This design comes from an exercise in tuning for small area on the open sky130 flow, not from production work.
Function was checked by simulation only, so behaviour that the tests miss may differ from the original.
Power and IR drop assume default switching activity.

==> flow/design.v <==
module cvt_lane (
    input  wire [31:0] a,         
    input  wire        src_int,   
    input  wire        kill,      
    input  wire [1:0]  rnd,       
    input  wire [23:0] r24,       
    input  wire        d_int,     
    input  wire [4:0]  d_base,    
    input  wire [7:0]  d_c,       
    input  wire [7:0]  d_thr,     
    input  wire [7:0]  d_emaxb,   
    input  wire        d_e4m3,    
    input  wire        d_inf,     
    input  wire        d_nan,     
    input  wire [7:0]  d_upe,     
    input  wire [30:0] d_max,     
    input  wire [2:0]  d_isz,     
    output reg  [31:0] res,
    output reg  [4:0]  flags      
);
    genvar gi;
    wire        sign  = a[31];
    wire [7:0]  f_exp = a[30:23];
    wire [22:0] f_man = a[22:0];
    wire        f_e1  = &f_exp;
    wire        f_e0  = ~|f_exp;
    wire        f_m0  = ~|f_man;
    wire        s_nan = !src_int && f_e1 && !f_m0;
    wire        s_inf = !src_int && f_e1 && f_m0;
    wire [32:0] lo1;                                          
    wire [31:0] mag;
    assign lo1[0] = 1'b0;
    generate
        for (gi = 0; gi < 32; gi = gi + 1) begin : g_mag
            assign lo1[gi+1] = lo1[gi] | a[gi];
            assign mag[gi]   = a[gi] ^ (sign & lo1[gi]);
        end
    endgenerate
    wire        z4  = ~|mag[31:16];
    wire [31:0] n4  = z4 ? {mag[15:0], 16'd0} : mag;
    wire        z3  = ~|n4[31:24];
    wire [31:0] n3  = z3 ? {n4[23:0], 8'd0} : n4;
    wire        z2  = ~|n3[31:28];
    wire [31:0] n2  = z2 ? {n3[27:0], 4'd0} : n3;
    wire        z1  = ~|n2[31:30];
    wire [31:0] n1  = z1 ? {n2[29:0], 2'd0} : n2;
    wire        z0  = ~n1[31];
    wire [31:0] nrm = z0 ? {n1[30:0], 1'd0} : n1;
    wire [4:0]  lz  = {z4, z3, z2, z1, z0};
    wire        izero = ~nrm[31];                             
    wire [7:0]  ie8 = izero ? 8'd0 : (8'd158 - {3'd0, lz});
    wire [31:0] N   = src_int ? nrm : {~f_e0, f_man, 8'd0};
    wire [7:0]  E8  = src_int ? ie8 : f_exp;
    wire [7:0]  fe1  = {f_exp[7:1], f_exp[0] | f_e0};
    wire [8:0]  d    = {1'b0, d_c} - {1'b0, fe1};             
    wire        dlo  = d[8] || (d[7:5] == 3'd0 && d[4:0] < d_base);
    wire [5:0]  kf   = dlo ? {1'b0, d_base} : (d[7] || d[6]) ? 6'd63 : d[5:0];
    wire [5:0]  k    = src_int ? (d_int ? {1'b0, lz} : {1'b0, d_base}) : kf;
    wire        big  = d_int && !src_int && d[8];             
    wire [55:0] w0 = {N, 24'd0};
    wire [55:0] w5 = k[5] ? {32'd0, w0[55:32]} : w0;
    wire [55:0] w4 = k[4] ? {16'd0, w5[55:16]} : w5;
    wire [55:0] w3 = k[3] ? {8'd0,  w4[55:8]}  : w4;
    wire [55:0] w2 = k[2] ? {4'd0,  w3[55:4]}  : w3;
    wire [55:0] w1 = k[1] ? {2'd0,  w2[55:2]}  : w2;
    wire [55:0] win = k[0] ? {1'd0, w1[55:1]}  : w1;
    wire        sticky = (k[5] && (|w0[31:24])) || (k[4] && (|w5[15:0])) || (k[3] && (|w4[7:0])) ||
                         (k[2] && (|w3[3:0])) || (k[1] && (|w2[1:0])) || (k[0] && w1[0]);
    wire [31:0] q    = win[55:24];
    wire [23:0] F    = win[23:0];
    wire        inexact = (|F) || sticky;
    wire [24:0] src_c;
    assign src_c[0] = 1'b0;
    generate
        for (gi = 0; gi < 24; gi = gi + 1) begin : g_sr
            assign src_c[gi+1] = (F[gi] & r24[gi]) | ((F[gi] | r24[gi]) & src_c[gi]);
        end
    endgenerate
    reg  inc;
    always @(*) begin
        case (rnd)
            2'b00:   inc = F[23] && ((|F[22:0]) || sticky || q[0]);
            2'b10:   inc = src_c[24];
            default: inc = 1'b0;
        endcase
    end
    wire [4:0]  kp    = k[4:0] - 5'd8;                        
    wire        tiny  = k[5];                                 
    wire [22:0] msk   = d_int ? 23'd0 : ~(23'h7F_FFFF << kp);
    wire [31:0] op    = d_int ? (q ^ {32{sign}}) : {sign, E8, N[30:8] | msk};
    wire        cin   = d_int ? (sign ^ inc) : inc;
    wire [32:0] cy;                                           
    wire [31:0] Y;
    assign cy[0] = cin;
    generate
        for (gi = 0; gi < 32; gi = gi + 1) begin : g_add
            assign cy[gi+1] = cy[gi] & op[gi];
            assign Y[gi]    = op[gi] ^ cy[gi];
        end
    endgenerate
    wire [31:0] Ym    = Y & ~{9'd0, msk};
    wire        e_eq  = (E8 == d_emaxb);
    wire        e_gt  = (E8 > d_emaxb);
    wire        l_eq  = e_eq && (d_e4m3 ? (N[30] && N[29] && !N[28]) : (&op[22:0]));
    wire        l_gt  = e_gt || (d_e4m3 && e_eq && N[30] && N[29] && N[28]);
    wire        f_over = l_gt || (l_eq && ((rnd == 2'b00) ? inc : (rnd == 2'b10) ? inexact : 1'b0));
    wire        q_nz  = |q;
    wire        f_unf = inexact && (q_nz || inc) && (Ym[30:23] < d_thr);
    reg         i_sat;
    reg  [31:0] i_lim;
    always @(*) begin
        case (d_isz)
            3'b100: begin
                i_sat = sign ? (q[31] && !cy[31]) : (q[31] || cy[31]);
                i_lim = sign ? 32'h8000_0000 : 32'h7FFF_FFFF;
            end
            3'b010: begin
                i_sat = sign ? ((|q[31:16]) || (q[15] && !cy[15])) : ((|q[31:15]) || cy[15]);
                i_lim = sign ? 32'hFFFF_8000 : 32'h0000_7FFF;
            end
            3'b001: begin
                i_sat = sign ? ((|q[31:8]) || (q[7] && !cy[7])) : ((|q[31:7]) || cy[7]);
                i_lim = sign ? 32'hFFFF_FF80 : 32'h0000_007F;
            end
            default: begin
                i_sat = sign ? ((|q[31:4]) || (q[3] && !cy[3])) : ((|q[31:3]) || cy[3]);
                i_lim = sign ? 32'hFFFF_FFF8 : 32'h0000_0007;
            end
        endcase
    end
    always @(*) begin
        res   = 32'd0;
        flags = 5'd0;
        if (kill) begin
        end else if (d_int) begin
            if (s_nan) begin
                flags[3] = 1'b1;
            end else if (s_inf || big || i_sat) begin
                res = i_lim; flags[4] = 1'b1;
            end else begin
                res = Y; flags[0] = inexact;
            end
        end else begin
            if (s_nan) begin
                if (d_nan) res = 32'h7FC0_0000;
                else       flags[3] = 1'b1;
            end else if (s_inf) begin
                if (d_inf) res = {sign, 31'h7F80_0000};
                else begin res = {sign, d_max}; flags[2] = 1'b1; end
            end else if (tiny) begin
                res = {sign, inc ? d_upe : 8'd0, 23'd0};
                flags[0] = inexact;
                flags[1] = inc;
            end else if (f_over) begin
                flags[2] = 1'b1; flags[0] = 1'b1;
                if (d_inf && rnd != 2'b01) res = {sign, 31'h7F80_0000};
                else                       res = {sign, d_max};
            end else begin
                res = Ym;
                flags[0] = inexact;
                flags[1] = f_unf;
            end
        end
    end
endmodule
module cw848_cvt4 (
    input  wire         clk,
    input  wire         rst,         
    input  wire         seed_wr,     
    input  wire [31:0]  seed,
    input  wire         in_valid,
    input  wire [3:0]   in_fmt,      
    input  wire [1:0]   in_rnd,      
    input  wire [3:0]   in_src,      
    input  wire [127:0] in_a,        
    output reg          out_valid,
    output reg          out_err,     
    output reg  [127:0] out_res,
    output reg  [19:0]  out_flags    
);
    localparam NL = 4;
    reg  [31:0] sr_state;
    reg  [31:0] sr_seed;
    wire [31:0] st_cur   = seed_wr ? seed : sr_state;
    wire [31:0] sd_cur   = seed_wr ? seed : sr_seed;
    wire        draw     = in_valid && (in_rnd == 2'b10);
    wire [31:0] s0       = (st_cur == 32'd0) ? sd_cur : st_cur;
    wire [31:0] s1       = s0 ^ (s0 << 13);
    wire [31:0] s2       = s1 ^ (s1 >> 17);
    wire [31:0] v_draw   = s2 ^ (s2 << 5);
    always @(posedge clk) begin
        if (rst) begin
            sr_state <= 32'd0;
            sr_seed  <= 32'd0;
        end else begin
            sr_seed  <= sd_cur;
            sr_state <= draw ? v_draw : st_cur;
        end
    end
    reg          s1_valid;
    reg  [3:0]   s1_fmt;
    reg  [1:0]   s1_rnd;
    reg          s1_int;
    reg          s1_bad;
    reg  [127:0] s1_a;
    wire in_bad = (in_fmt == 4'h0) || (in_fmt == 4'hF) || (in_rnd == 2'b11) ||
                  !((in_src == 4'h1) || (in_src == 4'hB));
    always @(posedge clk) begin
        if (rst) s1_valid <= 1'b0;
        else     s1_valid <= in_valid;
        s1_fmt <= in_fmt;
        s1_rnd <= in_rnd;
        s1_int <= in_src[3];
        s1_bad <= in_bad;
        s1_a   <= in_a;
    end
    reg        d_int;
    reg [4:0]  d_base;
    reg [7:0]  d_thr;
    reg [7:0]  d_emaxb;
    reg        d_e4m3;
    reg        d_inf;
    reg        d_nan;
    reg [7:0]  d_upe;
    reg [30:0] d_max;
    reg [2:0]  d_isz;
    always @(*) begin
        d_int = 1'b0; d_base = 5'd8; d_thr = 8'd1; d_emaxb = 8'd254; d_e4m3 = 1'b0;
        d_inf = 1'b1; d_nan = 1'b1; d_upe = 8'd0; d_max = 31'h7F7F_FFFF; d_isz = 3'b100;
        case (s1_fmt)
            4'h1: begin d_base = 5'd8;  end
            4'h2: begin d_base = 5'd16; d_max = 31'h7F7F_FF00; end
            4'h3: begin d_base = 5'd21; d_max = 31'h7F7F_E000; end
            4'h4: begin d_base = 5'd24; d_max = 31'h7F7F_0000; end
            4'h5: begin d_base = 5'd21; d_thr = 8'd113; d_emaxb = 8'd142; d_upe = 8'd103; d_max = 31'h477F_E000; end
            4'h6: begin d_base = 5'd28; d_thr = 8'd121; d_emaxb = 8'd135; d_upe = 8'd118; d_max = 31'h43E0_0000;
                        d_e4m3 = 1'b1; d_inf = 1'b0; end
            4'h7: begin d_base = 5'd29; d_thr = 8'd113; d_emaxb = 8'd142; d_upe = 8'd111; d_max = 31'h4760_0000; end
            4'h8: begin d_base = 5'd29; d_thr = 8'd125; d_emaxb = 8'd131; d_upe = 8'd123; d_max = 31'h41E0_0000;
                        d_inf = 1'b0; d_nan = 1'b0; end
            4'h9: begin d_base = 5'd28; d_thr = 8'd127; d_emaxb = 8'd129; d_upe = 8'd124; d_max = 31'h40F0_0000;
                        d_inf = 1'b0; d_nan = 1'b0; end
            4'hA: begin d_base = 5'd30; d_thr = 8'd127; d_emaxb = 8'd129; d_upe = 8'd126; d_max = 31'h40C0_0000;
                        d_inf = 1'b0; d_nan = 1'b0; end
            4'hB: begin d_int = 1'b1; d_base = 5'd0; d_thr = 8'd158; d_isz = 3'b100; end
            4'hC: begin d_int = 1'b1; d_base = 5'd0; d_thr = 8'd158; d_isz = 3'b010; end
            4'hD: begin d_int = 1'b1; d_base = 5'd0; d_thr = 8'd158; d_isz = 3'b001; end
            4'hE: begin d_int = 1'b1; d_base = 5'd0; d_thr = 8'd158; d_isz = 3'b000; end
            default: ;
        endcase
    end
    wire [127:0] lane_res;
    wire [19:0]  lane_flags;
    genvar n;
    generate
        for (n = 0; n < NL; n = n + 1) begin : g_lane
            wire [31:0] rn = sr_state ^ (n * 32'h9E37_79B9);
            cvt_lane u_lane (
                .a       (s1_a[32*n +: 32]),
                .src_int (s1_int),
                .kill    (s1_bad),
                .rnd     (s1_rnd),
                .r24     (rn[23:0]),
                .d_int   (d_int),
                .d_base  (d_base),
                .d_c     (d_thr + {3'd0, d_base}),
                .d_thr   (d_thr),
                .d_emaxb (d_emaxb),
                .d_e4m3  (d_e4m3),
                .d_inf   (d_inf),
                .d_nan   (d_nan),
                .d_upe   (d_upe),
                .d_max   (d_max),
                .d_isz   (d_isz),
                .res     (lane_res[32*n +: 32]),
                .flags   (lane_flags[5*n +: 5])
            );
        end
    endgenerate
    always @(posedge clk) begin
        if (rst) out_valid <= 1'b0;
        else     out_valid <= s1_valid;
        out_err   <= s1_bad;
        out_res   <= lane_res;
        out_flags <= lane_flags;
    end
endmodule
==> flow/flow/run.sh <==
#!/bin/bash
# Standard layout (the standard.sh) with these changes:
#  - synthesis maps the logic with ABC's area mapper (flow/abc_area.script)
#    instead of ORFS's ABC script; registers are mapped as in the standard
#    synthesis (dfflibmap runs before ABC and ABC leaves them alone);
#  - ports are buffered with sky130_fd_sc_hd__buf_1;
#  - CTS builds larger sink clusters and inserts no dummy loads.
# Each tool's output goes to standard.log (and ORFS's own logs under orfs/).
set -euo pipefail
here=$(pwd)
export CVT_ABC_SCRIPT=$here/flow/abc_area.script
cat flow/abc_wrap.tcl synth_recipe.tcl > cvt_synth.tcl
bash standard.sh \
  SYNTH_SCRIPT=$here/cvt_synth.tcl \
  "BUFFER_PORTS_ARGS=-buffer_cell sky130_fd_sc_hd__buf_1" \
  "CTS_ARGS=-sink_clustering_enable -repair_clock_nets -dont_use_dummy_load -sink_clustering_size 30 -sink_clustering_max_diameter 100" \
  finish > standard.log 2>&1
==> flow/flow/abc_area.script <==
&get -n
&st
&syn2
&dc2
&put
dch
amap
topo
==> flow/flow/abc_wrap.tcl <==
# Read before the standard flow's synthesis script: yosys's abc pass is called with this
# flow's ABC script (area mapping) in place of the one ORFS passes.
proc abc {args} {
  set i [lsearch -exact $args -script]
  if { $i >= 0 } {
    lset args [expr { $i + 1 }] $::env(CVT_ABC_SCRIPT)
  }
  yosys abc {*}$args
}
==> flow/standard.sh <==
#!/bin/bash
# synth_recipe.tcl (not shown) runs the flow's synth.tcl, then flattens the netlist and writes it again
# the make line also repeats each setting of config.mk as NAME=value (left out here)
make -C /OpenROAD-flow-scripts/flow DESIGN_CONFIG=/design/flow/config.mk WORK_HOME=/design/flow/orfs CLKGATE_MAP_FILE= SYNTH_SCRIPT=/design/flow/synth_recipe.tcl "${@:-finish}"
==> flow/config.mk <==
export PLATFORM = sky130hd
export DESIGN_NAME = cw848_cvt4
export DESIGN_NICKNAME = cw848_cvt4
export VERILOG_FILES = /design/flow/design.v
export SDC_FILE = /design/flow/constraint.sdc
export NUM_CORES = 4
export LEC_CHECK = 0
export ABC_AREA = 1
export CAP_MARGIN = 20
export CORE_MARGIN = 2
export CORE_UTILIZATION = 55
export GPL_TIMING_DRIVEN = 0
export PLACE_DENSITY = 0.65
export SLEW_MARGIN = 20
==> flow/constraint.sdc <==
create_clock -name core_clock -period 32.0 [get_ports {clk}]
set_input_delay 6.4000 -clock core_clock [delete_from_list [all_inputs] [get_ports {clk}]]
set_output_delay 6.4000 -clock core_clock [all_outputs]
set_load 0.01 [all_outputs]
==> results of run 1 <==
-- cells in the mapped netlist (93+ instances only) --
cell type | n | area [sq um]
ha_1 | 243 | 3040
o22a_1 | 191 | 1670
nor3_1 | 96 | 480
a31oi_1 | 153 | 957
o21ai_0 | 537 | 2690
a211oi_1 | 93 | 698
clkinv_1 | 463 | 1740
dfxtp_1 | 378 | 7570
o22ai_1 | 866 | 5420
nor2_1 | 1341 | 5030
nand2_1 | 552 | 2070
a21oi_1 | 457 | 2290
a22oi_1 | 112 | 841
o21a_1 | 126 | 946
-- stage by stage --
stage	util	worst slack [ns]	std cells
3_5_place_dp	0.616	4.91	7797
5_1_grt	0.624	2.63	7824
3_3_place_gp	0.589	-3.73	7708
4_1_cts	0.622	4.87	7817
2_1_floorplan	-	4.88	6416
6_report	0.624	3.90	7831
-- state kept, by name (all words and copies together), names as in the netlist --
signal / cells
s1_bad: 1
out_valid: 1
g_lane.u_lane.d_max: 11
out_res: 128
s1_a: 128
s1_valid: 1
d_thr: 6
sr_seed: 32
g_lane.u_lane.d_upe: 5
d_base: 5
g_lane.u_lane.d_isz: 3
s1_rnd: 2
g_lane.u_lane.d_e4m3: 1
out_err: 1
s1_int: 1
sr_state: 32
out_flags: 20
-- per-layer routing --
layer / wire (microns) / vias to the layer above / global-route usage / part of all wire
li1: - / 25800 / - / -
met1: 76300 / 26100 / 0.633 / 0.36
met2: 81700 / 4792 / 0.719 / 0.39
met3: 33100 / 1040 / 0.188 / 0.16
met4: 19100 / 26 / 0.364 / 0.091
met5: 291 / - / 0.00750 / 0.0014
-- layout make-up --
class | instances | area share
Antenna cell | 8 | 0.000430
Sequential cell | 378 | 0.163
Multi-Input combinational cell | 5575 | 0.704
Inverter | 463 | 0.0380
Tap cell | 969 | 0.0260
Timing Repair Buffer | 418 | 0.0583
Clock buffer | 20 | 0.0108
-- cell families after synthesis --
| logic type | synth area share |
|---|---|
| compound gates | 0.452 |
| xor+xnor | 0.000211 |
| fa+ha+maj | 0.0757 |
| buf+inv | 0.0419 |
| flops | 0.182 |
| simple gates | 0.248 |
-- worst max-delay path by stage --
| stage | end | from | cells after the start | slack, ns |
|---|---|---|---|---|
| after global routing | out_res[49] | s1_a[32] | 105 | 2.63 |
| after global placement | out_res[49] | s1_a[32] | 98 | -3.73 |
| final | out_res[49] | s1_a[32] | 105 | 3.90 |
| after detailed placement | out_res[51] | s1_a[32] | 105 | 4.91 |
| after CTS | out_res[51] | s1_a[32] | 105 | 4.87 |
| after floorplan | out_res[54] | s1_a[33] | 96 | 4.88 |
-- cells in the final DEF, fill, tap and decap left out, types with 18 or more instances in the layout --
cell / synthesis / final
a211oi_1: 93 / 76
a21o_1: 20 / 20
a21oi_1: 457 / 448
a221oi_1: 59 / 59
a22oi_1: 112 / 112
a31oi_1: 153 / 134
buf_1: 0 / 321
buf_16: 0 / 32
buf_4: 0 / 25
buf_6: 0 / 18
clkbuf_16: 0 / 20
clkinv_1: 463 / 444
dfxtp_1: 378 / 372
ha_1: 243 / 243
nand2_1: 552 / 551
nand3_1: 82 / 82
nand4_1: 70 / 70
nor2_1: 1341 / 1326
nor2b_1: 26 / 25
nor3_1: 96 / 88
nor4_1: 57 / 52
o21a_1: 126 / 126
o21ai_0: 537 / 530
o221a_1: 22 / 22
o221ai_1: 88 / 88
o22a_1: 191 / 191
o22ai_1: 866 / 866
o31ai_1: 18 / 18
o32ai_1: 46 / 46
or2_0: 81 / 81
or3_1: 54 / 54
-- critical path, delay by kind of cell (launching register included) --
| kind | cells | cell delay, ns |
|---|---|---|
| buf+inv | 10 | 5.06 |
| simple gates | 36 | 9.19 |
| compound gates | 28 | 7.32 |
| fa+ha+maj | 31 | 5.93 |
| flops | 1 | 0.40 |
-- power breakdown --
group          leakage (nW)  switching (mW)  internal, mW
combinational          13.0            1.19         0.603
sequential             3.13          0.0459         0.498
clock                 0.246           0.161         0.111
total                  16.4            1.40          1.21
==> results_dict.tcl, run 1 <==
set metrics [dict create \
    clk_transition_reported_paths_ns 0.11 \
    cp_slowest_stage_delay_ns 0.89 \
    synth-seq-cells 378 \
    power.total_mw 2.61 \
    fp.dieW_microns 279 \
    fmax_mhz 35.6 \
    crit_slowest_cell "clkinv_1" \
    hold_start "s1_valid" \
    finalInstanceArea_sq_um 46600 \
    cpMostUsedCell "ha_1" \
    ys_warn_count 2 \
    crit_path_start_kind "register" \
    routabilityCongestion 1.14 \
    end_kind "register" \
    worstHoldEndpoint "out_valid" \
    hold_viol_final 0 \
    leakagePower_nw 16.4 \
    finClkSkew_ns 0.0965 \
    grtUsageTotal 0.509 \
    synthCells 6416 \
    reg2reg_from "s1_a[32]" \
    min_path_cells 1 \
    drive_above_1_share 0.0327 \
    rsz0062_at_grt "false" \
    hold_ws_ns 0.458 \
    rows 100 \
    post_cts_buffers 0 \
    worstMarginPinSlew_ns 1.36 \
    drv_cap 0 \
    cts_max_level 1 \
    synth_area_per_cell_sq_um 6.46 \
    grt_antenna_before_repair 23 \
    cp_data_required_time_ns 32.46 \
    port_buffers 323 \
    via_per_inst 7.38 \
    dr.pass1.iters 12 \
    critPathKind "register to register" \
    fin_crit_sh 0.878 \
    fillers 7240 \
    maxSlewViolCount 0 \
    drt_iter0_drc 10500 \
    dieArea_sq_um 77600 \
    p_per_area_nw_per_um2 56.2 \
    finalSetupTns_ns 0 \
    ff2ff_path_depth 105 \
    slew-limit-headroom 0.0857 \
    reg2reg_slack_ns 3.90 \
    path_max_fanout 31 \
    status "timing/DRC/antenna clean" \
    cts-root-buf "clkbuf_16" \
    area_growth_pct 12.2 \
    placed_area_sq_um 45900 \
    peakVddDrop_uv 50.7 \
    wl_per_cell_microns 26.9 \
    initial_utilization 0.556 \
    critPathArrivalTime_ns 28.56 \
    pin_count 324 \
    numCtsBuffers 20 \
    yosysSeqAreaShare 0.182 \
    postRouteAntennaNets 0 \
    multi_input_area_sq_um 32800 \
    cts_tree "built" \
    core-area_sq_um 74600 \
    insertion_delay_ns 0.65 \
    final_nets 7278 \
    synth_nets 6838 \
    cts.sinks 378 \
    r2r_end "out_res[49]" \
    die_h_microns 279 \
    grt_max_degree 105 \
    regArea_sq_um 7580 \
    setup_viol 0 \
    clockBufferDepth 3 \
    worst_hold_path_type "register to register" \
    min_period_ns 28.10 \
    grt_pass1_wl_microns 307000 \
    globalRouteOverflowTotal 0 \
    synth_edf_count 0 \
    drc 0 \
    vias 57800 \
    async_reset_ff_frac 0 \
    ys.flop_type "dfxtp_1" \
    grt_pass1_vias 50300 \
    netlist_area_sq_um 41500 \
    place_hpwl_microns 161000 \
    ys_types 58 \
    wirelength_microns 211000 \
    cts_hold_buf 0 \
    ctsResizeCount 0 \
]
==> inputs of run 2 (changes only) <==
--- a/flow/design.v
+++ b/flow/design.v
@@ -29,25 +29,30 @@
     wire        s_inf = !src_int && f_e1 && f_m0;
+    wire        ineg = src_int & sign;
     wire [32:0] lo1;                                          
-    wire [31:0] mag;
+    wire [31:0] x;
     assign lo1[0] = 1'b0;
     generate
-        for (gi = 0; gi < 32; gi = gi + 1) begin : g_mag
+        for (gi = 0; gi < 23; gi = gi + 1) begin : g_mag
             assign lo1[gi+1] = lo1[gi] | a[gi];
-            assign mag[gi]   = a[gi] ^ (sign & lo1[gi]);
-        end
-    endgenerate
-    wire        z4  = ~|mag[31:16];
-    wire [31:0] n4  = z4 ? {mag[15:0], 16'd0} : mag;
+            assign x[gi]     = a[gi] ^ (ineg & lo1[gi]);
+        end
+        for (gi = 23; gi < 32; gi = gi + 1) begin : g_magh
+            assign lo1[gi+1] = lo1[gi] | a[gi];
+        end
+    endgenerate
+    assign x[23]    = src_int ? (a[23] ^ (sign & lo1[23])) : ~f_e0;
+    assign x[31:24] = {8{src_int}} & (a[31:24] ^ {8{sign}} & lo1[31:24]);
+    wire        z4  = src_int & ~|x[31:16];
+    wire [31:0] n4  = z4 ? {x[15:0], 16'd0} : x;
     wire        z3  = ~|n4[31:24];
     wire [31:0] n3  = z3 ? {n4[23:0], 8'd0} : n4;
-    wire        z2  = ~|n3[31:28];
+    wire        z2  = src_int & ~|n3[31:28];
     wire [31:0] n2  = z2 ? {n3[27:0], 4'd0} : n3;
-    wire        z1  = ~|n2[31:30];
+    wire        z1  = src_int & ~|n2[31:30];
     wire [31:0] n1  = z1 ? {n2[29:0], 2'd0} : n2;
-    wire        z0  = ~n1[31];
-    wire [31:0] nrm = z0 ? {n1[30:0], 1'd0} : n1;
+    wire        z0  = src_int & ~n1[31];
+    wire [31:0] N   = z0 ? {n1[30:0], 1'd0} : n1;
     wire [4:0]  lz  = {z4, z3, z2, z1, z0};
-    wire        izero = ~nrm[31];                             
+    wire        izero = ~N[31];                               
     wire [7:0]  ie8 = izero ? 8'd0 : (8'd158 - {3'd0, lz});
-    wire [31:0] N   = src_int ? nrm : {~f_e0, f_man, 8'd0};
     wire [7:0]  E8  = src_int ? ie8 : f_exp;
@@ -59,13 +64,13 @@
     wire        big  = d_int && !src_int && d[8];             
-    wire [55:0] w0 = {N, 24'd0};
-    wire [55:0] w5 = k[5] ? {32'd0, w0[55:32]} : w0;
-    wire [55:0] w4 = k[4] ? {16'd0, w5[55:16]} : w5;
-    wire [55:0] w3 = k[3] ? {8'd0,  w4[55:8]}  : w4;
-    wire [55:0] w2 = k[2] ? {4'd0,  w3[55:4]}  : w3;
-    wire [55:0] w1 = k[1] ? {2'd0,  w2[55:2]}  : w2;
-    wire [55:0] win = k[0] ? {1'd0, w1[55:1]}  : w1;
-    wire        sticky = (k[5] && (|w0[31:24])) || (k[4] && (|w5[15:0])) || (k[3] && (|w4[7:0])) ||
-                         (k[2] && (|w3[3:0])) || (k[1] && (|w2[1:0])) || (k[0] && w1[0]);
-    wire [31:0] q    = win[55:24];
-    wire [23:0] F    = win[23:0];
+    wire [4:0]  j   = k[4:0];
+    wire        kb  = k[5];
+    wire [31:0] r4  = j[4] ? {N[15:0], N[31:16]} : N;
+    wire [31:0] r3  = j[3] ? {r4[7:0], r4[31:8]} : r4;
+    wire [31:0] r2  = j[2] ? {r3[3:0], r3[31:4]} : r3;
+    wire [31:0] r1  = j[1] ? {r2[1:0], r2[31:2]} : r2;
+    wire [31:0] rot = j[0] ? {r1[0],   r1[31:1]} : r1;
+    wire [31:0] W   = ~(32'hFFFF_FFFF >> j);                  
+    wire [31:0] q   = rot & ~W & {32{~kb}};
+    wire [23:0] F   = rot[31:8] & (W[31:8] ^ {24{kb}});
+    wire        sticky = (|(rot[7:0] & (W[7:0] | {8{kb}}))) || (kb && (|(rot[31:8] & W[31:8])));
     wire        inexact = (|F) || sticky;
@@ -183,6 +188,4 @@
     reg  [31:0] sr_seed;
-    wire [31:0] st_cur   = seed_wr ? seed : sr_state;
-    wire [31:0] sd_cur   = seed_wr ? seed : sr_seed;
     wire        draw     = in_valid && (in_rnd == 2'b10);
-    wire [31:0] s0       = (st_cur == 32'd0) ? sd_cur : st_cur;
+    wire [31:0] s0       = seed_wr ? seed : (sr_state == 32'd0) ? sr_seed : sr_state;
     wire [31:0] s1       = s0 ^ (s0 << 13);
@@ -195,4 +198,5 @@
         end else begin
-            sr_seed  <= sd_cur;
-            sr_state <= draw ? v_draw : st_cur;
+            if (seed_wr) sr_seed <= seed;
+            if (draw)         sr_state <= v_draw;
+            else if (seed_wr) sr_state <= seed;
         end
@@ -216,37 +220,23 @@
     end
-    reg        d_int;
-    reg [4:0]  d_base;
-    reg [7:0]  d_thr;
-    reg [7:0]  d_emaxb;
-    reg        d_e4m3;
-    reg        d_inf;
-    reg        d_nan;
-    reg [7:0]  d_upe;
-    reg [30:0] d_max;
-    reg [2:0]  d_isz;
-    always @(*) begin
-        d_int = 1'b0; d_base = 5'd8; d_thr = 8'd1; d_emaxb = 8'd254; d_e4m3 = 1'b0;
-        d_inf = 1'b1; d_nan = 1'b1; d_upe = 8'd0; d_max = 31'h7F7F_FFFF; d_isz = 3'b100;
-        case (s1_fmt)
-            4'h1: begin d_base = 5'd8;  end
-            4'h2: begin d_base = 5'd16; d_max = 31'h7F7F_FF00; end
-            4'h3: begin d_base = 5'd21; d_max = 31'h7F7F_E000; end
-            4'h4: begin d_base = 5'd24; d_max = 31'h7F7F_0000; end
-            4'h5: begin d_base = 5'd21; d_thr = 8'd113; d_emaxb = 8'd142; d_upe = 8'd103; d_max = 31'h477F_E000; end
-            4'h6: begin d_base = 5'd28; d_thr = 8'd121; d_emaxb = 8'd135; d_upe = 8'd118; d_max = 31'h43E0_0000;
-                        d_e4m3 = 1'b1; d_inf = 1'b0; end
-            4'h7: begin d_base = 5'd29; d_thr = 8'd113; d_emaxb = 8'd142; d_upe = 8'd111; d_max = 31'h4760_0000; end
-            4'h8: begin d_base = 5'd29; d_thr = 8'd125; d_emaxb = 8'd131; d_upe = 8'd123; d_max = 31'h41E0_0000;
-                        d_inf = 1'b0; d_nan = 1'b0; end
-            4'h9: begin d_base = 5'd28; d_thr = 8'd127; d_emaxb = 8'd129; d_upe = 8'd124; d_max = 31'h40F0_0000;
-                        d_inf = 1'b0; d_nan = 1'b0; end
-            4'hA: begin d_base = 5'd30; d_thr = 8'd127; d_emaxb = 8'd129; d_upe = 8'd126; d_max = 31'h40C0_0000;
-                        d_inf = 1'b0; d_nan = 1'b0; end
-            4'hB: begin d_int = 1'b1; d_base = 5'd0; d_thr = 8'd158; d_isz = 3'b100; end
-            4'hC: begin d_int = 1'b1; d_base = 5'd0; d_thr = 8'd158; d_isz = 3'b010; end
-            4'hD: begin d_int = 1'b1; d_base = 5'd0; d_thr = 8'd158; d_isz = 3'b001; end
-            4'hE: begin d_int = 1'b1; d_base = 5'd0; d_thr = 8'd158; d_isz = 3'b000; end
-            default: ;
-        endcase
-    end
+    wire [3:0] f = s1_fmt;
+    wire f1 = (f == 4'h1), f2 = (f == 4'h2), f3 = (f == 4'h3), f4 = (f == 4'h4);
+    wire f5 = (f == 4'h5), f6 = (f == 4'h6), f7 = (f == 4'h7), f8 = (f == 4'h8);
+    wire f9 = (f == 4'h9), fa = (f == 4'hA), fb = (f == 4'hB), fc = (f == 4'hC);
+    wire fd = (f == 4'hD), fe = (f == 4'hE);
+    wire        d_int   = fb | fc | fd | fe;
+    wire [4:0]  d_base  = d_int ? 5'd0 : f2 ? 5'd16 : (f3 | f5) ? 5'd21 : f4 ? 5'd24 :
+                          (f6 | f9) ? 5'd28 : (f7 | f8) ? 5'd29 : fa ? 5'd30 : 5'd8;
+    wire [7:0]  d_thr   = d_int ? 8'd158 : (f5 | f7) ? 8'd113 : f6 ? 8'd121 : f8 ? 8'd125 :
+                          (f9 | fa) ? 8'd127 : 8'd1;
+    wire [7:0]  d_c     = d_thr + {3'd0, d_base};
+    wire [7:0]  d_emaxb = (f5 | f7) ? 8'd142 : f6 ? 8'd135 : f8 ? 8'd131 : (f9 | fa) ? 8'd129 : 8'd254;
+    wire        d_e4m3  = f6;
+    wire        d_inf   = !(f6 | f8 | f9 | fa);
+    wire        d_nan   = !(f8 | f9 | fa);
+    wire [7:0]  d_upe   = f5 ? 8'd103 : f6 ? 8'd118 : f7 ? 8'd111 : f8 ? 8'd123 : f9 ? 8'd124 :
+                          fa ? 8'd126 : 8'd0;
+    wire [30:0] d_max   = f2 ? 31'h7F7F_FF00 : f3 ? 31'h7F7F_E000 : f4 ? 31'h7F7F_0000 :
+                          f5 ? 31'h477F_E000 : f6 ? 31'h43E0_0000 : f7 ? 31'h4760_0000 :
+                          f8 ? 31'h41E0_0000 : f9 ? 31'h40F0_0000 : fa ? 31'h40C0_0000 : 31'h7F7F_FFFF;
+    wire [2:0]  d_isz   = fc ? 3'b010 : fd ? 3'b001 : fe ? 3'b000 : 3'b100;
     wire [127:0] lane_res;
@@ -265,3 +255,3 @@
                 .d_base  (d_base),
-                .d_c     (d_thr + {3'd0, d_base}),
+                .d_c     (d_c),
                 .d_thr   (d_thr),
--- a/flow/flow/run.sh
+++ b/flow/flow/run.sh
@@ -15,3 +15,3 @@
   "BUFFER_PORTS_ARGS=-buffer_cell sky130_fd_sc_hd__buf_1" \
-  "CTS_ARGS=-sink_clustering_enable -repair_clock_nets -dont_use_dummy_load -sink_clustering_size 30 -sink_clustering_max_diameter 100" \
+  "CTS_ARGS=-sink_clustering_enable -repair_clock_nets -dont_use_dummy_load -sink_clustering_size 20 -sink_clustering_max_diameter 100" \
   finish > standard.log 2>&1
==> flow/flow/abc_area.script (replaced) <==
&get -n
&st
&syn2
&dc2
&syn3
&dc2
&deepsyn -T 240
&put
dch -f
amap
topo
==> run 2 against run 1 <==
First-iteration DRC count shrank 24%. Sequential power shrank 8.3%. Clock power grew 6%. Synthesized cell count shrank 16%. Non-clock buffer count shrank 43. Routed wire length shrank 21%. Hold slack lost 0.0022 ns. Count of clock-buffer cells in the layout grew 4. Fmax shrank 2.4%. Critical path depth grew 9. Global-route usage shrank 3.7 points. Die area shrank 14%. Largest power group unchanged.
==> results_dict.tcl, run 2 <==
set metrics [dict create \
    ys_types 57 \
    drc 0 \
    reg_top3 "out_res (128), s1_a (128)" \
    reg2reg_slack_ns 3.22 \
    final_nets 6218 \
    power.share.clock 0.104 \
    mostFrequentLayoutCells "1080 x nor2_1, 571 x o22ai_1, 487 x clkinv_1" \
    cts_hold_buf 0 \
    reg2reg_from "s1_fmt[0]" \
    final_util 0.616 \
    post_cts_buffers 0 \
    combinationalPowerShare 0.717 \
    pin_count 324 \
    hold_viol_final 0 \
    seqPwrFrac 0.179 \
    setup_slack_ns 3.22 \
    critPathKind "register to register" \
    internal-power_mw 1.24 \
    min_period_ns 28.78 \
    end_kind "register" \
    placed_area_sq_um 38800 \
    async_reset_ff_frac 0 \
    synth_common_cells "1097 x nor2_1, 573 x o22ai_1, 497 x clkinv_1" \
    r2r_end "out_res[106]" \
    hold_start "s1_valid" \
    cp_slowest_stage_delay_ns 1.01 \
    dieArea_sq_um 66600 \
    area_growth_pct 11.3 \
    maxSlewViolCount 0 \
    vias 47100 \
    finClkSkew_ns 0.0555 \
    dr.pass1.iters 10 \
    synth_nets 5818 \
    initial_utilization 0.554 \
    cp_data_required_time_ns 32.48 \
    via_per_inst 7.09 \
    yosysMostFrequentCell "nor2_1" \
    cts.sinks 351 \
    port_buffers 323 \
    min_path_cells 1 \
    cts-root-buf "clkbuf_16" \
    fmax_mhz 34.8 \
    core-area_sq_um 64100 \
    crit_path_start_kind "register" \
    p_per_area_nw_per_um2 70.6 \
    worst_hold_path_type "register to register" \
    routabilityCongestion 1.08 \
    clk_transition_reported_paths_ns 0.09 \
    ctsResizeCount 0 \
    rows 93 \
    cts_max_level 1 \
    finalInstanceArea_sq_um 39500 \
    peakVddDrop_uv 48.5 \
    synth_area_per_cell_sq_um 6.58 \
    setup_viol 0 \
    fin_crit_sh 0.899 \
    critPathArrivalTime_ns 29.25 \
    crit_slowest_cell "nor2_1" \
    grt_pass1_wl_microns 245000 \
    slew-limit-headroom 0.171 \
    place_hpwl_microns 131000 \
    drv_cap 0 \
    synth-seq-cells 351 \
    die_h_microns 258 \
    synthTopCellsByArea "dfxtp_1 20%, nor2_1 12%, o22ai_1 10%" \
    fp.dieW_microns 258 \
    status "timing/DRC/antenna clean" \
    pre_cts_ws_ns 4.36 \
    worstHoldEndpoint "out_valid" \
    worstMarginPinSlew_ns 1.24 \
    netlist_area_sq_um 35500 \
    grt_antenna_before_repair 10 \
    clockBufferDepth 3 \
    synthCells 5391 \
    postRouteAntennaNets 0 \
    path_max_fanout 39 \
    ff2ff_path_depth 114 \
    drt_iter0_drc 7913 \
    final_common_cell "nor2_1" \
    yosys.area.top_type "dfxtp_1" \
    synth.top_cell.area_share 0.198 \
    drive_above_1_share 0.0242 \
    wirelength_microns 167000 \
    yosysSeqAreaShare 0.198 \
    wl_per_cell_microns 25.2 \
    grtUsageTotal 0.472 \
    leakagePower_nw 14.3 \
    switching_power_mw 1.54 \
    rsz0062_at_grt "false" \
    numCtsBuffers 24 \
    globalRouteOverflowTotal 0 \
    synth_edf_count 0 \
    insertion_delay_ns 0.63 \
    swShare 0.553 \
    cpMostUsedCell "ha_1" \
    ys_warn_count 2 \
    hold_ws_ns 0.456 \
    cts_tree "built" \
    grt_max_degree 73 \
    grt_pass1_vias 40800 \
    startpoint "s1_fmt[0]" \
    ys.flop_type "dfxtp_1" \
]
-- run 2: cell families after synthesis --
kind of cell	count (synthesis)	share of synthesized area
compound gates	2327	0.426
simple gates	1962	0.233
fa+ha+maj	253	0.0903
buf+inv	498	0.0527
flops	351	0.198
-- run 2: worst max path at each step --
stage	end	slack (ns)	depth (start not counted)
floorplan	out_res[104]	5.77	122
global placement	out_res[37]	-4.21	113
detailed placement	out_res[106]	4.36	116
CTS	out_res[106]	4.23	116
global route	out_res[106]	2.28	128
finish	out_res[106]	3.22	114
-- run 2: through the flow --
stage | TNS, ns | instances | power [mW]
detailed placement | 0 | 6617 | 2.38
global placement | -375.29 | 6569 | 2.33
finish | 0 | 6648 | 2.79
CTS | 0 | 6641 | 2.67
floorplan | 0 | 5391 | 1.82
global route | 0 | 6645 | 2.93
-- run 2: final cells by class --
class | count | area [sq um]
fillers | 6328 | 24600
clock buffers | 24 | 601
plain buffers | 1 | 3.75
diodes | 4 | 10.0
repair buffers | 374 | 2010
flip-flops and latches | 351 | 7030
multi-input cells | 4542 | 26900
well taps | 855 | 1070
inverters | 497 | 1880
-- run 2: power by group through the flow --
stage / logic (mW) / clock network [mW] / registers, mW
after floorplan: 1.32 / 0 / 0.496
after global placement: 1.83 / 0 / 0.505
after detailed placement: 1.88 / 0 / 0.505
after CTS: 1.89 / 0.291 / 0.495
after global routing: 2.13 / 0.305 / 0.498
final: 2.00 / 0.289 / 0.499
-- run 2: routing by layer --
layer | track usage | part of all wire | vias to the layer above
li1 | - | - | 21400
met1 | 0.624 | 0.39 | 21300
met2 | 0.686 | 0.40 | 3594
met3 | 0.124 | 0.14 | 839
met4 | 0.283 | 0.077 | 8
met5 | 0.00356 | 0.00032 | -
-- run 2: critical path: cells and delay by family (launching register included) --
family                   cells  cell delay, ns
AND/OR/NAND/NOR             29            7.95
flip-flops                   1            0.43
buffers and inverters       12            4.31
adder cells (fa/ha/maj)     33            6.77
AO/OA/AOI/OAI               40            9.08
==> inputs of run 3 (changes only) <==
==> flow/flow/abc_area.script (replaced) <==
&get -n
&st
&syn2
&dc2
&syn3
&dc2
&deepsyn -T 300
&put
dch -f
amap
topo
--- a/flow/config.mk
+++ b/flow/config.mk
@@ -13,2 +13,3 @@
 export PLACE_DENSITY = 0.65
+export SETUP_SLACK_MARGIN = 1.5
 export SLEW_MARGIN = 20
==> run 3 against run 2 <==
Still clean. Setup slack got worse by 0.34 ns. Sequential share of layout area about the same. Routed wire length shrank 0.97%. Non-clock buffer count down 2. Combinational power decreased by 5%. Utilization is 0.16 points lower. Critical path type unchanged. Largest cell class unchanged. Highest routed layer unchanged.
==> results_dict.tcl, run 3 <==
set metrics [dict create \
    via_per_inst 6.99 \
    cp_slowest_stage_delay_ns 1.10 \
    place_hpwl_microns 130000 \
    drv_cap 0 \
    drc 0 \
    synth_nets 5827 \
    drive_above_1_share 0.0231 \
    fp.dieW_microns 258 \
    grtUsageTotal 0.467 \
    slew-limit-headroom 0.135 \
    final_common_cell "nor2_1" \
    area_growth_pct 11.2 \
    pin_count 324 \
    async_reset_ff_frac 0 \
    cts_tree "built" \
    grt_pass1_vias 41500 \
    seqPwrFrac 0.183 \
    setup_viol 0 \
    yosysSeqAreaShare 0.198 \
    post_cts_buffers 0 \
    mostFrequentLayoutCells "1106 x nor2_1, 577 x o22ai_1, 477 x o21ai_0" \
    min_period_ns 29.12 \
    swShare 0.552 \
    fillers 6272 \
    synth_area_per_cell_sq_um 6.56 \
    peakVddDrop_uv 52.7 \
    pre_cts_ws_ns 3.70 \
    synth_edf_count 0 \
    final_nets 6225 \
    fin_crit_sh 0.910 \
    clockBufferDepth 3 \
    grt_pass1_wl_microns 242000 \
    cp_data_required_time_ns 32.52 \
    grt_max_degree 53 \
    power.share.clock 0.108 \
    netlist_area_sq_um 35400 \
    worstMarginPinSlew_ns 1.29 \
    end_kind "register" \
    insertion_delay_ns 0.62 \
    maxSlewViolCount 0 \
    grt_antenna_before_repair 4 \
    crit_path_start_kind "register" \
    drt_iter0_drc 6947 \
    rsz0062_at_grt "false" \
    reg_top3 "out_res (128), s1_a (128)" \
    synth.top_cell.area_share 0.198 \
    routabilityCongestion 1.08 \
    finClkSkew_ns 0.0566 \
    vias 46500 \
    path_max_fanout 35 \
    fmax_mhz 34.3 \
    ys_types 62 \
    ys_warn_count 2 \
    numCtsBuffers 24 \
    postRouteAntennaNets 0 \
    startpoint "s1_fmt[0]" \
    die_h_microns 258 \
    yosys.area.top_type "dfxtp_1" \
    yosysMostFrequentCell "nor2_1" \
    setup_slack_ns 2.88 \
    wirelength_microns 166000 \
    synth-seq-cells 351 \
    rows 93 \
    core-area_sq_um 64100 \
    synth_common_cells "1123 x nor2_1, 578 x o22ai_1, 505 x o21ai_0" \
    wl_per_cell_microns 24.9 \
    globalRouteOverflowTotal 0 \
    cts_max_level 1 \
    critPathKind "register to register" \
    initial_utilization 0.553 \
    worst_hold_path_type "register to register" \
    leakagePower_nw 14.3 \
    port_buffers 323 \
    cts_hold_buf 0 \
    cts.sinks 351 \
    final_util 0.614 \
    dr.pass1.iters 9 \
    hold_viol_final 0 \
    clk_transition_reported_paths_ns 0.07 \
    reg2reg_from "s1_fmt[0]" \
    synthTopCellsByArea "dfxtp_1 20%, nor2_1 12%, o22ai_1 10%" \
    dieArea_sq_um 66500 \
    combinationalPowerShare 0.709 \
    ys.flop_type "dfxtp_1" \
    p_per_area_nw_per_um2 68.5 \
    synthCells 5400 \
    cts-root-buf "clkbuf_16" \
    switching_power_mw 1.49 \
    critPathArrivalTime_ns 29.64 \
    cpMostUsedCell "ha_1" \
    internal-power_mw 1.21 \
    ctsResizeCount 0 \
    crit_slowest_cell "a222oi_1" \
    status "timing/DRC/antenna clean" \
    hold_start "s1_valid" \
]
## run 3: cell types whose count changed after synthesis, moves of 6 or more
cell | before | now
a21oi_1 | 426 | 458
nor2_1 | 1097 | 1123
or2_0 | 40 | 32
a21boi_0 | 11 | 21
a22oi_1 | 106 | 94
clkinv_1 | 497 | 472
a222oi_1 | 12 | 6
o21a_1 | 76 | 86
a32oi_1 | 6 | 15
o21ai_0 | 492 | 505
nor3_1 | 114 | 108
o22a_1 | 232 | 209
nand4b_1 | 8 | 1
## run 3: final cells by class
class / count / area, sq um / share of cell area
Sequential cell: 351 / 7030 / 0.178
Tap cell: 855 / 1070 / 0.0272
Clock buffer: 24 / 601 / 0.0152
Multi-Input combinational cell: 4576 / 26900 / 0.684
Inverter: 472 / 1780 / 0.0452
Antenna cell: 3 / 7.51 / 0.000191
Timing Repair Buffer: 372 / 1950 / 0.0494
Buffer: 1 / 3.75 / 0.0000953
## run 3: path summary, 6_finish.rpt
path / cells past startpoint / slack [ns] / to
worst max-delay path: 110 / 2.88 / out_res[104]
worst min-delay path: 1 / 0.45 / out_valid
worst max register to register: 110 / 2.88 / out_res[104]
worst min register to register: 1 / 0.45 / out_valid
## run 3: cell families (layout without fill, tap and decap cells)
group / count (synthesis) / in the layout / synth area share
fa+ha+maj: 253 / 253 / 0.0904
other cells: 0 / 3 / 0
flops: 351 / 351 / 0.198
simple gates: 1963 / 1963 / 0.232
compound gates: 2360 / 2360 / 0.429
buf+inv: 473 / 869 / 0.0501
## run 3: layer usage
layer | routed length, microns | GRT usage | up-vias
met5 | 13 | 0.000712 | -
met4 | 11600 | 0.270 | 2
met3 | 21700 | 0.126 | 735
met2 | 69900 | 0.728 | 3385
met1 | 62400 | 0.579 | 21000
li1 | - | - | 21400
## run 3: critical path: cells and delay by family (launching register included)
kind | cells | cell delay, ns
AOI/OAI and AO/OA | 39 | 8.93
adders and majority gates | 33 | 7.02
buffers and inverters | 11 | 5.20
DFF | 1 | 0.55
and+or+nand+nor | 27 | 7.30
## run 3: per-stage QoR
stage	hold WS [ns]	std cells	cell area (sq um)	TNS, ns	power [mW]
2_1_floorplan	0.414	5400	35400	0	1.76
4_1_cts	0.452	6649	39300	0	2.60
3_3_place_gp	0.432	6578	37700	-1054.40	2.27
5_1_grt	0.468	6651	39400	0	2.85
6_report	0.451	6654	39400	0	2.70
3_5_place_dp	0.436	6625	38700	0	2.31
## run 3: power by group through the flow
stage,clock [mW],combinational [mW],sequential [mW]
detailed placement,0,1.81,0.501
global route,0.309,2.04,0.495
floorplan,0,1.26,0.494
finish,0.291,1.91,0.494
global placement,0,1.77,0.501
CTS,0.292,1.82,0.492
==> inputs of run 4 (changes only) <==
==> flow/flow/abc_area.script (replaced) <==
&get -n
&st
&syn2
&dc2
&syn3
&dc2
&deepsyn -T 240
&put
dch -f
amap
topo
--- a/flow/config.mk
+++ b/flow/config.mk
@@ -10,6 +10,5 @@
 export CORE_MARGIN = 2
-export CORE_UTILIZATION = 55
+export CORE_UTILIZATION = 65
 export GPL_TIMING_DRIVEN = 0
-export PLACE_DENSITY = 0.65
-export SETUP_SLACK_MARGIN = 1.5
+export PLACE_DENSITY = 0.75
 export SLEW_MARGIN = 20
==> run 4 against run 3 <==
Largest power group unchanged. Setup slack got worse by 0.52 ns. Critical path type unchanged. Critical endpoint is now out_res[105]. Non-clock buffer count fell by 2. Cell area fell by 0.58%. First-iteration DRC count up 36%. Routed wire length rose by 0.32%.
==> results_dict.tcl, run 4 <==
set metrics [dict create \
    leakagePower_nw 14.3 \
    fp.dieW_microns 238 \
    dieArea_sq_um 56500 \
    synth_area_per_cell_sq_um 6.58 \
    maxSlewViolCount 0 \
    path_max_fanout 39 \
    post_cts_buffers 0 \
    fin_crit_sh 0.926 \
    worst_hold_path_type "register to register" \
    grtUsageTotal 0.554 \
    numCtsBuffers 21 \
    status "timing/DRC/antenna clean" \
    netlist_area_sq_um 35500 \
    final_nets 6211 \
    yosysMostFrequentCell "nor2_1" \
    p_per_area_nw_per_um2 71.2 \
    critPathKind "register to register" \
    cp_top_family "compound AO/OA/AOI/OAI gates" \
    synth_nets 5818 \
    slew-limit-headroom 0.128 \
    finalSetupTns_ns 0 \
    cts-root-buf "clkbuf_16" \
    cts_max_level 1 \
    wirelength_microns 166000 \
    crit_path_start_kind "register" \
    cp_num_buf_inv 12 \
    ctsResizeCount 0 \
    rows 85 \
    cp_slowest_stage_delay_ns 1.04 \
    vias 48700 \
    end_kind "register" \
    synth.top_cell.area_share 0.198 \
    drv_cap 0 \
    dr.pass1.iters 13 \
    synthCells 5391 \
    final_common_cell "nor2_1" \
    postRouteAntennaNets 0 \
    wl_per_cell_microns 25.6 \
    fmax_mhz 33.7 \
    reg_top3 "out_res (128), s1_a (128)" \
    drt_iter0_drc 9478 \
    synth_edf_count 0 \
    area_growth_pct 10.3 \
    crit_slowest_cell "clkinv_1" \
    grt_max_degree 48 \
    setup_viol 0 \
    synth_common_cells "1097 x nor2_1, 573 x o22ai_1, 497 x clkinv_1" \
    insertion_delay_ns 0.59 \
    synthTopCellsByArea "dfxtp_1 20%, nor2_1 12%, o22ai_1 10%" \
    peakVddDrop_uv 59.5 \
    finClkSkew_ns 0.0187 \
    hold_ws_ns 0.443 \
    yosys.area.top_type "dfxtp_1" \
    routabilityCongestion 1.19 \
    ys_warn_count 2 \
    core-area_sq_um 53900 \
    finalInstanceArea_sq_um 39200 \
    pin_count 324 \
    place_hpwl_microns 128000 \
    async_reset_ff_frac 0 \
    placed_area_sq_um 38500 \
    die_h_microns 238 \
    instances_no_fill 6481 \
    dp.cells 6454 \
    drc 0 \
    cts.sinks 351 \
    grt_pass1_vias 43000 \
    ys.flop_type "dfxtp_1" \
    rsz0062_at_grt "false" \
    hold_viol_final 0 \
    clockBufferDepth 3 \
    cp_data_required_time_ns 32.44 \
    drive_above_1_share 0.0233 \
    initial_utilization 0.658 \
    mostFrequentLayoutCells "1080 x nor2_1, 571 x o22ai_1, 486 x clkinv_1" \
    grt_pass1_wl_microns 246000 \
    grt_antenna_before_repair 8 \
    synth-seq-cells 351 \
    yosysSeqAreaShare 0.198 \
    ys_types 57 \
    cts_hold_buf 0 \
    worstMarginPinSlew_ns 1.30 \
    clk_transition_reported_paths_ns 0.08 \
    cpMostUsedCell "ha_1" \
    min_period_ns 29.63 \
    power.total_mw 2.79 \
    globalRouteOverflowTotal 0 \
    via_per_inst 7.51 \
    critPathArrivalTime_ns 30.08 \
    cts_tree "built" \
    port_buffers 323 \
]
run 4: cell count changes after synthesis, sizes merged, moves of 9 or more:
cell and change:
a32oi -9, o22a +23, a21oi -32, a22oi +12
a21boi -10, nor2 -26, o21ai -13, clkinv +25
o21a -10
run 4: worst paths after layout:
| kind | startpoint | endpoint | slack, ns | depth (start not counted) |
|---|---|---|---|---|
| hold reg to reg | s1_valid | out_valid | 0.44 | 1 |
| hold / removal | s1_valid | out_valid | 0.44 | 1 |
| setup / recovery | s1_fmt[0] | out_res[105] | 2.37 | 115 |
| setup reg to reg | s1_fmt[0] | out_res[105] | 2.37 | 115 |
run 4: worst reg2reg max path: cells and delay by family, from the launching register on:
kind	cells	cell delay (ns)
AND/OR/NAND/NOR	30	8.38
adder cells (fa/ha/maj)	33	6.88
buffers and inverters	12	4.24
AO/OA/AOI/OAI	40	9.48
flip-flops	1	0.50
run 4: where the power goes:
group | switching (mW) | internal [mW] | total [mW]
clock network | 0.150 | 0.116 | 0.266
registers | 0.0333 | 0.464 | 0.498
logic | 1.38 | 0.646 | 2.02
total | 1.56 | 1.23 | 2.79
run 4: cells by family (layout without fill, tap and decap cells):
logic type               Yosys count  in the layout  synth area share
other                              0              3                 0
adder cells (fa/ha/maj)          253            253            0.0903
flip-flops                       351            351             0.198
buffers and inverters            498            889            0.0527
AO/OA/AOI/OAI                   2327           2327             0.426
AND/OR/NAND/NOR                 1962           1962             0.233
run 4: through the flow:
step | setup slack (ns) | utilization
5_1_grt | 1.19 | 0.726
3_3_place_gp | -3.78 | 0.697
3_5_place_dp | 4.47 | 0.715
4_1_cts | 4.28 | 0.725
2_1_floorplan | 5.77 | -
6_report | 2.37 | 0.726
run 4: area by class of cell:
| cell class | instances | area [sq um] |
|---|---|---|
| Antenna cell | 3 | 7.51 |
| Multi-Input combinational cell | 4542 | 26900 |
| Tap cell | 696 | 871 |
| Clock buffer | 21 | 526 |
| Inverter | 497 | 1880 |
| Buffer | 1 | 3.75 |
| Sequential cell | 351 | 7030 |
| Timing Repair Buffer | 370 | 1950 |
| Fill cell | 4608 | 14800 |
run 4: layer usage:
| layer | wire [microns] | GRT usage | vias to the layer above |
|---|---|---|---|
| met5 | 161 | 0.00866 | - |
| met4 | 16300 | 0.422 | 18 |
| met3 | 27200 | 0.203 | 1258 |
| met2 | 64900 | 0.795 | 4500 |
| met1 | 57600 | 0.672 | 21500 |
| li1 | - | - | 21400 |
==> inputs of run 5 (changes only) <==
--- a/flow/flow/run.sh
+++ b/flow/flow/run.sh
@@ -2,3 +2,4 @@
 # Standard layout (the standard.sh) with these changes:
-#  - synthesis maps the logic with ABC's area mapper (flow/abc_area.script)
+#  - synthesis maps the logic with ABC's area mapper, remapped a few times
+#    (flow/abc_area.script)
 #    instead of ORFS's ABC script; registers are mapped as in the standard
@@ -6,3 +7,4 @@
 #  - ports are buffered with sky130_fd_sc_hd__buf_1;
-#  - CTS builds larger sink clusters and inserts no dummy loads.
+#  - CTS builds larger sink clusters and inserts no
+#    dummy loads.
 # Each tool's output goes to standard.log (and ORFS's own logs under orfs/).
==> flow/flow/abc_area.script (replaced) <==
&get -n
&st
&syn2
&dc2
&syn3
&dc2
&deepsyn -T 300
&put
dch -f
amap -F 50 -A 50
strash
dch -f
amap -F 50 -A 50
strash
dch -f
amap -F 50 -A 50
strash
dch -f
amap -F 50 -A 50
strash
dch -f
amap -F 50 -A 50
strash
dch -f
amap -F 50 -A 50
strash
dch -f
amap -F 50 -A 50
strash
dch -f
amap -F 50 -A 50
topo
--- a/flow/config.mk
+++ b/flow/config.mk
@@ -10,5 +10,6 @@
 export CORE_MARGIN = 2
-export CORE_UTILIZATION = 65
+export CORE_UTILIZATION = 55
 export GPL_TIMING_DRIVEN = 0
-export PLACE_DENSITY = 0.75
+export PLACE_DENSITY = 0.65
+export SETUP_SLACK_MARGIN = 1.5
 export SLEW_MARGIN = 20
==> run 5 against run 4 <==
Via count fell by 4.7%. Sequential power barely moved. Count of clock-buffer cells in the layout rose by 2. Cell area barely moved. Sequential cell count did not move. Routed wire length fell by 2.2%. Synthesized cell count fell by 0.48%. First-iteration DRC count fell by 20%. Register-to-register slack improved by 0.46 ns. Clock power rose by 6%. Fmax rose by 1.6%. Largest cell class unchanged. Still clean on timing, DRC and antenna.
==> results_dict.tcl, run 5 <==
set metrics [dict create \
    status "timing/DRC/antenna clean" \
    min_period_ns 29.17 \
    yosys.area.top_type "dfxtp_1" \
    cpMostUsedCell "ha_1" \
    initial_utilization 0.557 \
    worst_hold_path_type "register to register" \
    reg_top3 "out_res (128), s1_a (128)" \
    ys.flop_type "dfxtp_1" \
    synthCells 5365 \
    async_reset_ff_frac 0 \
    fillers 6130 \
    grt_pass1_vias 40500 \
    rows 92 \
    final_util 0.620 \
    drive_above_1_share 0.0219 \
    setup_viol 0 \
    final_nets 6180 \
    reg2reg_slack_ns 2.83 \
    worstMarginPinSlew_ns 1.27 \
    insertion_delay_ns 0.63 \
    ys_types 57 \
    ys_warn_count 2 \
    power.total_mw 2.81 \
    end_kind "register" \
    crit_slowest_cell "clkinv_1" \
    fin_crit_sh 0.912 \
    numCtsBuffers 23 \
    switching_power_mw 1.56 \
    cts_max_level 1 \
    synth_nets 5792 \
    cp_data_required_time_ns 32.53 \
    yosysSeqAreaShare 0.200 \
    cp_slowest_stage_delay_ns 1.08 \
    vias 46400 \
    synthTopCellsByArea "dfxtp_1 20%, o22ai_1 12%, nor2_1 11%" \
    cts_tree "built" \
    netlist_area_sq_um 35100 \
    critPathKind "register to register" \
    yosysMostFrequentCell "nor2_1" \
    drt_iter0_drc 7591 \
    mostFrequentLayoutCells "964 x nor2_1, 664 x o22ai_1, 569 x o21ai_0" \
    grtUsageTotal 0.465 \
    setup_slack_ns 2.83 \
    post_cts_buffers 0 \
    dieArea_sq_um 65900 \
    rsz0062_at_grt "false" \
    pin_count 324 \
    slew-limit-headroom 0.147 \
    leakagePower_nw 14.0 \
    swShare 0.555 \
    globalRouteOverflowTotal 0 \
    die_h_microns 257 \
    via_per_inst 7.03 \
    grt_max_degree 56 \
    hold_ws_ns 0.445 \
    routabilityCongestion 1.11 \
    path_max_fanout 38 \
    critPathArrivalTime_ns 29.70 \
    wirelength_microns 162000 \
    area_growth_pct 11.3 \
    synth-seq-cells 351 \
    fp.dieW_microns 257 \
    synth_common_cells "983 x nor2_1, 665 x o22ai_1, 593 x o21ai_0" \
    power.share.clock 0.101 \
    synth_edf_count 0 \
    synth.top_cell.area_share 0.200 \
    synth_area_per_cell_sq_um 6.55 \
    maxSlewViolCount 0 \
    ctsResizeCount 0 \
    grt_antenna_before_repair 10 \
    clockBufferDepth 3 \
    cts.sinks 351 \
    postRouteAntennaNets 0 \
    drv_cap 0 \
    dr.pass1.iters 10 \
    crit_path_start_kind "register" \
    internal-power_mw 1.25 \
    cts_hold_buf 0 \
    seqPwrFrac 0.178 \
    p_per_area_nw_per_um2 71.7 \
    clk_transition_reported_paths_ns 0.09 \
    finClkSkew_ns 0.0448 \
    hold_viol_final 0 \
    fmax_mhz 34.3 \
    cts-root-buf "clkbuf_16" \
    pre_cts_ws_ns 4.04 \
    peakVddDrop_uv 91.3 \
    combinationalPowerShare 0.721 \
    wl_per_cell_microns 24.6 \
    place_hpwl_microns 127000 \
    grt_pass1_wl_microns 241000 \
    drc 0 \
    final_common_cell "nor2_1" \
    core-area_sq_um 63100 \
    port_buffers 323 \
]
run 5: worst paths after layout:
kind,cells after the start,start,end
setup / recovery,120,s1_fmt[0],out_res[122]
hold / removal,1,s1_valid,out_valid
setup reg to reg,120,s1_fmt[0],out_res[122]
hold reg to reg,1,s1_valid,out_valid
run 5: power by group through the flow:
stage,sequential [mW],clock (mW),combinational [mW]
global placement,0.505,0,1.85
detailed placement,0.505,0,1.90
floorplan,0.499,0,1.33
global route,0.499,0.298,2.16
finish,0.498,0.283,2.02
CTS,0.496,0.282,1.91
run 5: through the flow:
step	area (sq um)	cells	setup TNS, ns
2_1_floorplan	35100	5365	0
3_3_place_gp	37400	6534	-123.04
3_5_place_dp	38400	6571	0
4_1_cts	39000	6594	0
5_1_grt	39100	6597	0
6_report	39100	6601	0
run 5: kinds of logic after synthesis:
logic type                 share of synthesized area
adders and majority gates                     0.0912
buffers and inverters                         0.0576
AOI/OAI and AO/OA                              0.437
and+or+nand+nor                                0.213
DFF                                            0.200
xor gates and xnor gates                     0.00150
run 5: area by class of cell:
type	instances	area, sq um	share of cell area
antenna	4	10.0	0.000256
buffer	1	3.75	0.0000959
clock buffer	23	576	0.0147
inverter	538	2030	0.0518
timing repair buffer	363	1980	0.0506
multi-input combinational	4475	26400	0.676
tap	846	1060	0.0271
sequential	351	7030	0.180
run 5: critical path, delay by kind of cell (launching register included):
| family | cells | cell delay, ns |
|---|---|---|
| compound gates | 49 | 10.09 |
| fa+ha+maj | 33 | 6.69 |
| simple gates | 26 | 6.58 |
| buf+inv | 12 | 5.17 |
| flops | 1 | 0.50 |
run 5: metal layers:
layer	vias to the layer above	track usage	wire [microns]
met4	12	0.237	10200
met5	-	0	65
met3	710	0.143	24300
li1	21300	-	-
met1	20900	0.625	63700
met2	3495	0.664	64200
==> inputs of run 6 (changes only) <==
--- a/flow/flow/abc_area.script
+++ b/flow/flow/abc_area.script
@@ -6,3 +6,3 @@
 &dc2
-&deepsyn -T 300
+&deepsyn -T 200
 &put
@@ -31,2 +31,14 @@
 amap -F 50 -A 50
+strash
+dch -f
+amap -F 50 -A 50
+strash
+dch -f
+amap -F 50 -A 50
+strash
+dch -f
+amap -F 50 -A 50
+strash
+dch -f
+amap -F 50 -A 50
 topo
==> run 6 against run 5 <==
First-iteration DRC count down 3.1%. Critical endpoint is now out_res[106]. Routed wire length up 3.9%. Combinational power up 8%. Die area down 0.72%. Still clean. Setup slack better by 0.83 ns. Count of clock-buffer cells in the layout up 1. Critical path type unchanged.
==> results_dict.tcl, run 6 <==
set metrics [dict create \
    status "timing/DRC/antenna clean" \
    leakagePower_nw 13.9 \
    slew-limit-headroom 0.122 \
    place_hpwl_microns 133000 \
    fmax_mhz 35.3 \
    synth-seq-cells 351 \
    reg2reg_slack_ns 3.65 \
    drt_iter0_drc 7356 \
    finClkSkew_ns 0.0773 \
    dr.pass1.iters 13 \
    wirelength_microns 169000 \
    routabilityCongestion 1.12 \
    path_max_fanout 31 \
    cts.sinks 351 \
    yosysMostFrequentCell "nor2_1" \
    rows 92 \
    fin_crit_sh 0.886 \
    crit_end "out_res[106]" \
    finalSetupTns_ns 0 \
    postRouteAntennaNets 0 \
    yosysSeqAreaShare 0.201 \
    async_reset_ff_frac 0 \
    wl_per_cell_microns 25.9 \
    cts_max_level 1 \
    fp.dieW_microns 256 \
    final_common_cell "nor2_1" \
    insertion_delay_ns 0.62 \
    ys_warn_count 2 \
    critPathKind "register to register" \
    yosys.area.top_type "dfxtp_1" \
    synth.top_cell.area_share 0.201 \
    grt_antenna_before_repair 2 \
    crit_path_start_kind "register" \
    critPathArrivalTime_ns 28.82 \
    core-area_sq_um 62900 \
    clockBufferDepth 3 \
    p_per_area_nw_per_um2 76.2 \
    reg_top3 "out_res (128), s1_a (128)" \
    grtUsageTotal 0.487 \
    synth_common_cells "846 x nor2_1, 807 x o22ai_1, 634 x o21ai_0" \
    drive_above_1_share 0.0255 \
    cts_tree "built" \
    grt_pass1_wl_microns 249000 \
    grt_pass1_vias 41500 \
    peakVddDrop_uv 59.5 \
    worst_hold_path_type "register to register" \
    ff2ff_path_depth 127 \
    port_buffers 323 \
    synthTopCellsByArea "dfxtp_1 20%, o22ai_1 14%, nor2_1 9.1%" \
    cp_slowest_stage_delay_ns 0.91 \
    grt_max_degree 47 \
    cp_data_required_time_ns 32.47 \
    synth_area_per_cell_sq_um 6.63 \
    power.total_mw 2.96 \
    regArea_sq_um 7030 \
    pin_count 324 \
    final_nets 6083 \
    synthCells 5261 \
    multi_input_area_sq_um 26200 \
    worstMarginPinSlew_ns 1.31 \
    vias 46800 \
    drv_cap 0 \
    drc 0 \
    ys.flop_type "dfxtp_1" \
    cts-root-buf "clkbuf_16" \
    initial_utilization 0.555 \
    area_growth_pct 11.5 \
    rsz0062_at_grt "false" \
    netlist_area_sq_um 34900 \
    dieArea_sq_um 65500 \
    clk_transition_reported_paths_ns 0.08 \
    startpoint "s1_a[96]" \
    setup_viol 0 \
    via_per_inst 7.19 \
    mostFrequentLayoutCells "824 x nor2_1, 806 x o22ai_1, 608 x o21ai_0" \
    cpMostUsedCell "ha_1" \
    fillers 6017 \
    reg2reg_from "s1_a[96]" \
    crit_slowest_cell "clkinv_1" \
    maxSlewViolCount 0 \
    synth_nets 5688 \
    min_period_ns 28.35 \
    die_h_microns 256 \
    hold_viol_final 0 \
    end_kind "register" \
    globalRouteOverflowTotal 0 \
    numCtsBuffers 24 \
    r2r_end "out_res[106]" \
    ys_types 57 \
    synth_edf_count 0 \
]
[run 6: cell count changes after synthesis, sizes merged, moves of 21 or more]
cell    change
o22a       -46
o22ai     +142
a21oi     -125
nor4       -23
o21ai      +41
nor2      -137
a31oi      +26
a222oi     +21
[run 6: stage by stage]
stage                util  worst slack, ns  cell area, sq um  hold WS, ns  instances
floorplan               -             7.04             34900        0.412       5261
global placement    0.591            -2.46             37200        0.417       6430
detailed placement  0.608             4.36             38200        0.434       6474
CTS                 0.618             4.18             38800        0.447       6498
global route        0.619             1.60             38900        0.459       6500
finish              0.619             3.65             38900        0.446       6504
[run 6: cell families after synthesis]
| group | count (synthesis) | share of synthesized area |
|---|---|---|
| AO/OA/AOI/OAI | 2497 | 0.452 |
| AND/OR/NAND/NOR | 1616 | 0.196 |
| buffers and inverters | 542 | 0.0583 |
| flip-flops | 351 | 0.201 |
| adder cells (fa/ha/maj) | 253 | 0.0918 |
| XOR/XNOR | 2 | 0.000502 |
[run 6: power by group]
group | leakage (nW) | total, mW | internal, mW | switching [mW]
sequential | 2.91 | 0.501 | 0.468 | 0.0331
clock | 0.296 | 0.285 | 0.132 | 0.153
combinational | 10.7 | 2.18 | 0.692 | 1.49
total | 13.9 | 2.96 | 1.29 | 1.67
[run 6: layout make-up]
type	count	share of cell area
Antenna cell	4	0.000257
Buffer	1	0.0000965
Clock buffer	24	0.0154
Inverter	541	0.0525
Multi-Input combinational cell	4368	0.674
Sequential cell	351	0.181
Tap cell	846	0.0272
Timing Repair Buffer	369	0.0502
[run 6: worst min path at each step]
stage | end | cells past startpoint | startpoint
global route | sr_seed[26] | 2 | sr_seed[26]
finish | sr_seed[13] | 2 | sr_seed[13]
CTS | sr_seed[1] | 2 | sr_seed[1]
global placement | out_valid | 1 | s1_valid
detailed placement | sr_seed[26] | 2 | sr_seed[26]
floorplan | out_err | 0 | s1_bad
[run 6: repair_timing]
action | in CTS | in global routing
endpoints found under the setup margin | 0 | 2
hold buffers | 0 | 0
buffers inserted | 0 | 0
gates resized for setup | 0 | 1
[run 6: worst max-delay path: cells and delay by family, from the launching register on]
family / cells / cell delay, ns
AND/OR/NAND/NOR: 47 / 9.85
AO/OA/AOI/OAI: 36 / 7.50
flip-flops: 1 / 0.34
buffers and inverters: 13 / 4.27
adder cells (fa/ha/maj): 31 / 6.23
[run 6: routing by layer]
metal | vias up | routed length, microns | GRT usage
li1 | 21200 | - | -
met1 | 21300 | 63300 | 0.616
met2 | 3567 | 67100 | 0.707
met3 | 759 | 24400 | 0.160
met4 | 4 | 13900 | 0.320
met5 | - | 33 | 0

-- static timing again, ports no longer ideal --
The flow's constraints put no driver on any port. The routed layouts listed below were extracted and timed again, unchanged, in two steps. Step 1 (the two cells are an assumption about what drives the block):
set clk [get_ports {clk}]
set_driving_cell -lib_cell sky130_fd_sc_hd__clkbuf_16 $clk
set_driving_cell -lib_cell sky130_fd_sc_hd__buf_2 [delete_from_list [all_inputs] $clk]
Step 2 also shifts input and output timing later by t, the mid clock arrival at the registers, as if the neighbouring blocks saw the same clock. Three values: ideal, step 1, step 2; two values: the first two.
run | t, ns | slack for setup (ns) | worst slew at a driven data input, ns
run 1 | 0.675 | 3.901 / 3.901 / 3.901 | 0.08
run 2 | 0.677 | 3.224 / 3.224 / 3.224 | 0.06
run 3 | 0.662 | 2.883 / 2.883 / 2.883 | 0.05
run 4 | 0.651 | 2.367 / 2.367 / 2.367 | 0.07
run 5 | 0.676 | 2.826 / 2.826 / 2.826 | 0.05
run 6 | 0.659 | 3.654 / 3.654 / 3.654 | 0.07
After both steps setup and hold are still met in every run listed.
